What follows belongs to an exercise in optimizing a design on an open flow for small area, a short achievable clock period and few clock cycles per item; a production flow would make more cautious choices. Only simulation tests tie the RTL to the original design; equivalence was not proved.

## mon_post
module mon_post (
    input  wire               clk,
    input  wire               rst,
    input  wire               in_valid,
    output wire               in_ready,
    input  wire [4:0]         in_ch,
    input  wire signed [27:0] in_x,
    input  wire               in_ovf,
    input  wire               in_clip,
    input  wire               in_settle,
    input  wire               in_sharp,
    input  wire               in_clear,
    input  wire               in_enable,
    input  wire [2:0]         cfg_sh2,
    input  wire               cfg_dcb_en,
    input  wire               cfg_dcb_freeze,
    input  wire [4:0]         cfg_dcb_k,
    input  wire signed [31:0] cfg_gain,
    input  wire signed [31:0] cfg_offset,
    input  wire               cfg_tha_en,
    input  wire               cfg_tha_dir,
    input  wire [7:0]         cfg_tha_dwell,
    input  wire [15:0]        cfg_tha_hyst,
    input  wire signed [31:0] cfg_tha_level,
    input  wire               cfg_thb_en,
    input  wire               cfg_thb_dir,
    input  wire [7:0]         cfg_thb_dwell,
    input  wire [15:0]        cfg_thb_hyst,
    input  wire signed [31:0] cfg_thb_level,
    input  wire [15:0]        therm_warn,
    input  wire [15:0]        therm_alarm,
    input  wire [15:0]        therm_shut,
    input  wire [7:0]         therm_hyst,
    input  wire [7:0]         therm_dwell,
    output reg                out_valid,
    output reg  [4:0]         out_ch,
    output reg  [31:0]        out_eng,
    output reg  [23:0]        out_y,
    output reg  [5:0]         out_flags,
    output reg                out_evt_a,
    output reg                out_evt_b,
    output reg  [1:0]         out_tha_state,
    output reg  [1:0]         out_thb_state,
    output reg  [5:0]         out_uns_left,
    output reg  [2:0]         out_therm_set,
    output reg  [1:0]         out_therm_level
);
Size in the first run: ~9100 cells after synthesis, ~110000 um^2 of cells after synthesis.
Settings: LEC_CHECK=0, CAP_MARGIN=20, CORE_MARGIN=2, CORE_UTILIZATION=40, CTS_CLUSTER_DIAMETER=65, CTS_CLUSTER_SIZE=25, PLACE_DENSITY=0.5, SLEW_MARGIN=20, SYNTH_HIERARCHICAL=1, TNS_END_PERCENT=0; clock period 24.0 ns.
standard.sh (not shown) runs the stock make flow with config.mk's settings and CLKGATE_MAP_FILE= SYNTH_SCRIPT=/design/flow/synth_recipe.tcl, a recipe that flattens the netlist after the stock synthesis.
==> flow/flow/run.sh <==
#!/bin/bash
# The standard layout (the standard.sh, unchanged) with two settings:
# - timing repair is asked to leave this much setup slack on every path, so
#   that it works on the paths that set the period this design reaches (the
#   clock and constraints stay the design's);
# - every input and output port still gets its own buffer, but a plain
#   buf_2 rather than the default delay buffer.
# ORFS writes each tool's log under orfs/logs/.
export SETUP_SLACK_MARGIN=17.9
export BUFFER_PORTS_ARGS="-buffer_cell sky130_fd_sc_hd__buf_2"
bash standard.sh > standard.log 2>&1
The baseline completed with no timing, DRC or antenna violations.
Testbench counts at the start, summed over its fixed seeds: cycles 32,040, items 32,000.
==> next run, changes <==
--- a/flow/flow/run.sh
+++ b/flow/flow/run.sh
@@ -9 +9 @@
-export SETUP_SLACK_MARGIN=17.9
+export SETUP_SLACK_MARGIN=17.75
--- a/flow/config.mk
+++ b/flow/config.mk
@@ -10,4 +10,2 @@
-export CORE_UTILIZATION = 40
-export CTS_CLUSTER_DIAMETER = 65
-export CTS_CLUSTER_SIZE = 25
-export PLACE_DENSITY = 0.5
+export CORE_UTILIZATION = 52
+export PLACE_DENSITY = 0.62
@@ -16 +13,0 @@
-export TNS_END_PERCENT = 0
Result:
- final cell count decreases by 4.7%
- routed wire length came out lower by 6.1%
- clock skew goes up by 0.0067 ns
- design area increases by 1.3%
- non-clock buffer count came out higher by 41
- sequential cell count stays the same
- worst hold slack is better by 0.0060 ns
- global-route usage rose by 5.3 points
==> next run, changes <==
--- a/flow/flow/run.sh
+++ b/flow/flow/run.sh
@@ -9 +9 @@
-export SETUP_SLACK_MARGIN=17.75
+export SETUP_SLACK_MARGIN=17.8
--- a/flow/config.mk
+++ b/flow/config.mk
@@ -10,2 +10,4 @@
-export CORE_UTILIZATION = 52
-export PLACE_DENSITY = 0.62
+export CORE_UTILIZATION = 40
+export CTS_CLUSTER_DIAMETER = 60
+export CTS_CLUSTER_SIZE = 22
+export PLACE_DENSITY = 0.5
Effect: Hold slack is better by 0.012 ns. Via count falls by 1.8%. Utilization is lower by 14 points. Wire length climbs by about 8%. Clock-buffer cell count drops by 82.
==> next run, changes <==
--- a/flow/config.mk
+++ b/flow/config.mk
@@ -15,0 +16 @@
+export TNS_END_PERCENT = 0
Outcome:
- register-to-register slack is worse by 0.15 ns
- final area is lower by about 0.7%
- clock skew is higher by 0.011 ns
- sequential share of layout area is higher by 0.27 points
==> next run, changes <==
--- a/flow/config.mk
+++ b/flow/config.mk
@@ -11,2 +11,2 @@
-export CTS_CLUSTER_DIAMETER = 60
-export CTS_CLUSTER_SIZE = 22
+export CTS_CLUSTER_DIAMETER = 65
+export CTS_CLUSTER_SIZE = 25
Outcome: Cell count goes down by 0.46%.

* * *

Setup of oak:
mon_post again, from the RTL that the note above started with.
export LEC_CHECK = 0
export CAP_MARGIN = 20
export CORE_MARGIN = 2
export CORE_UTILIZATION = 40
export CTS_CLUSTER_DIAMETER = 60
export CTS_CLUSTER_SIZE = 22
export PLACE_DENSITY = 0.5
export SLEW_MARGIN = 20
export SYNTH_HIERARCHICAL = 1
export TNS_END_PERCENT = 0
create_clock -name core_clock -period 24.0 [get_ports {clk}]
==> flow/flow/run.sh <==
#!/bin/bash
# The standard layout (the standard.sh, unchanged) with two settings:
# - timing repair is asked to leave this much setup slack on every path, so
#   that it works on the paths that set the period this design reaches (the
#   clock and constraints stay the design's);
# - every input and output port still gets its own buffer, but a plain
#   buf_2 rather than the default delay buffer.
# ORFS writes each tool's log under orfs/logs/.
export SETUP_SLACK_MARGIN=17.9
export BUFFER_PORTS_ARGS="-buffer_cell sky130_fd_sc_hd__buf_2"
bash standard.sh > standard.log 2>&1
Testbench counts of oak, summed over its fixed seeds: cycles 32,040, items 32,000.
Here is what was changed in the inputs of pine compared with oak.
- TNS_END_PERCENT no longer set, was 0
==> flow/flow/run.sh <==
#!/bin/bash
# The standard layout (the standard.sh, unchanged), with timing repair
# asked to leave this much setup slack on every path, so that it works on the
# paths that set the period this design reaches. The clock and constraints
# are the design's. ORFS writes each tool's log under orfs/logs/.
export SETUP_SLACK_MARGIN=17.8
bash standard.sh > standard.log 2>&1
==> results.txt <==
As far as global router's overall resource usage is concerned, oak and pine perform about the same.
Comparing pine and oak, TritonCTS buffer count is lower on pine.
When pine is set beside oak, its met2 usage in global routing turns out to be 0.38 points larger.
The post-route standard cell area excluding fillers of pine exceeds that of oak by 1.9%.
Worst setup slack of oak is on par with pine.
oak → pine: number of global-route vias before repair fell by 0.46%, placed wire-length estimate after detailed placement fell by 760 µm, non-clock buffer count rose by 1.4%, number of antenna violations at the first check in global routing fell by 4.
Upper clock frequency limit delta (pine -> oak): insignificant
What birch does differently from pine at the input level:
- CORE_UTILIZATION now 45, was 40
- CTS_CLUSTER_DIAMETER no longer set, was 60
- CTS_CLUSTER_SIZE no longer set, was 22
- PLACE_DENSITY now 0.55, was 0.5
==> flow/flow/run.sh <==
#!/bin/bash
# The standard layout (the standard.sh, unchanged) with two settings:
# - timing repair is asked to leave this much setup slack on every path, so
#   that it works on the paths that set the period this design reaches (the
#   clock and constraints stay the design's);
# - every input and output port still gets its own buffer, but a plain
#   buf_2 rather than the default delay buffer.
# ORFS writes each tool's log under orfs/logs/.
export SETUP_SLACK_MARGIN=17.9
export BUFFER_PORTS_ARGS="-buffer_cell sky130_fd_sc_hd__buf_2"
bash standard.sh > standard.log 2>&1
--- outcome ---
Shortest clock period the worst path allows after layout: lower on birch
Of the two candidates, pine has the worse full die area and birch the better one.
Status: total setup violations reported at the end of the flow parity (pine, birch)
Taking pine as the reference, in birch register clock-pin slew on the reported worst setup and hold paths -0.03 ns; number of nets in the final layout +92; wire length of the first global-routing pass -2.1%.
pine vs birch, critical-path cell with the highest stage delay: sky130_fd_sc_hd__fa_1 vs sky130_fd_sc_hd__dfxtp_4
In summary, pine completed successfully, with a layout that passed the timing, DRC and antenna checks.
birch did not stop at any stage, and its layout met the timing, DRC and antenna checks.
Re hold slack: birch is 0.013 ns down on pine.
| ratio of cells with drive above 1 in the final layout | birch vs pine | 4.0 points higher |
Sort birch and pine by number of diodes added for antenna fixing asc -> top: birch

## afterwards: timing with drivers on the ports
How much do the figures lean on ideal ports? The routed layouts below were timed once more, with nothing changed but the port constraints. Step 1 assumes that a clkbuf_16 drives the clock port and a buf_2 every other input. Step 2 moves the port delays by t, midway between the first and last clock arrival at a register: inputs arrive t later, outputs are due t later. That takes back most of the time a late clock gives input paths. Three values: ideal ports, drivers, drivers and shift; two values: the first two.
run	t, ns	setup WS [ns]	worst setup path at the end	slew at the worst register clock pin (ns)
the first run of note 1	0.966	17.765 / 17.672 / 17.080	input to register	0.10 / 0.10
the second run of note 1	0.974	17.787 / 17.683 / 16.963	input to register	0.07 / 0.07
the third run of note 1	0.972	17.757 / 17.661 / 17.113	input to register	0.10 / 0.10
the fourth run of note 1	0.985	17.727 / 17.629 / 16.877	input to register	0.09 / 0.09
the fifth run of note 1	0.969	17.707 / 17.609 / 16.881	input to register	0.10 / 0.10
oak	0.959	17.764 / 17.672 / 17.088	input to register	0.09 / 0.09
pine	0.971	17.768 / 17.707 / 16.976	input to register	0.09 / 0.09
birch	0.969	17.817 / 17.724 / 17.144	input to register	0.07 / 0.07
After both steps setup and hold are still met in every run listed. For the fourth run of note 1, which loses most, drivers alone change the setup slack by -0.098 ns; drivers and shift together by -0.850 ns.
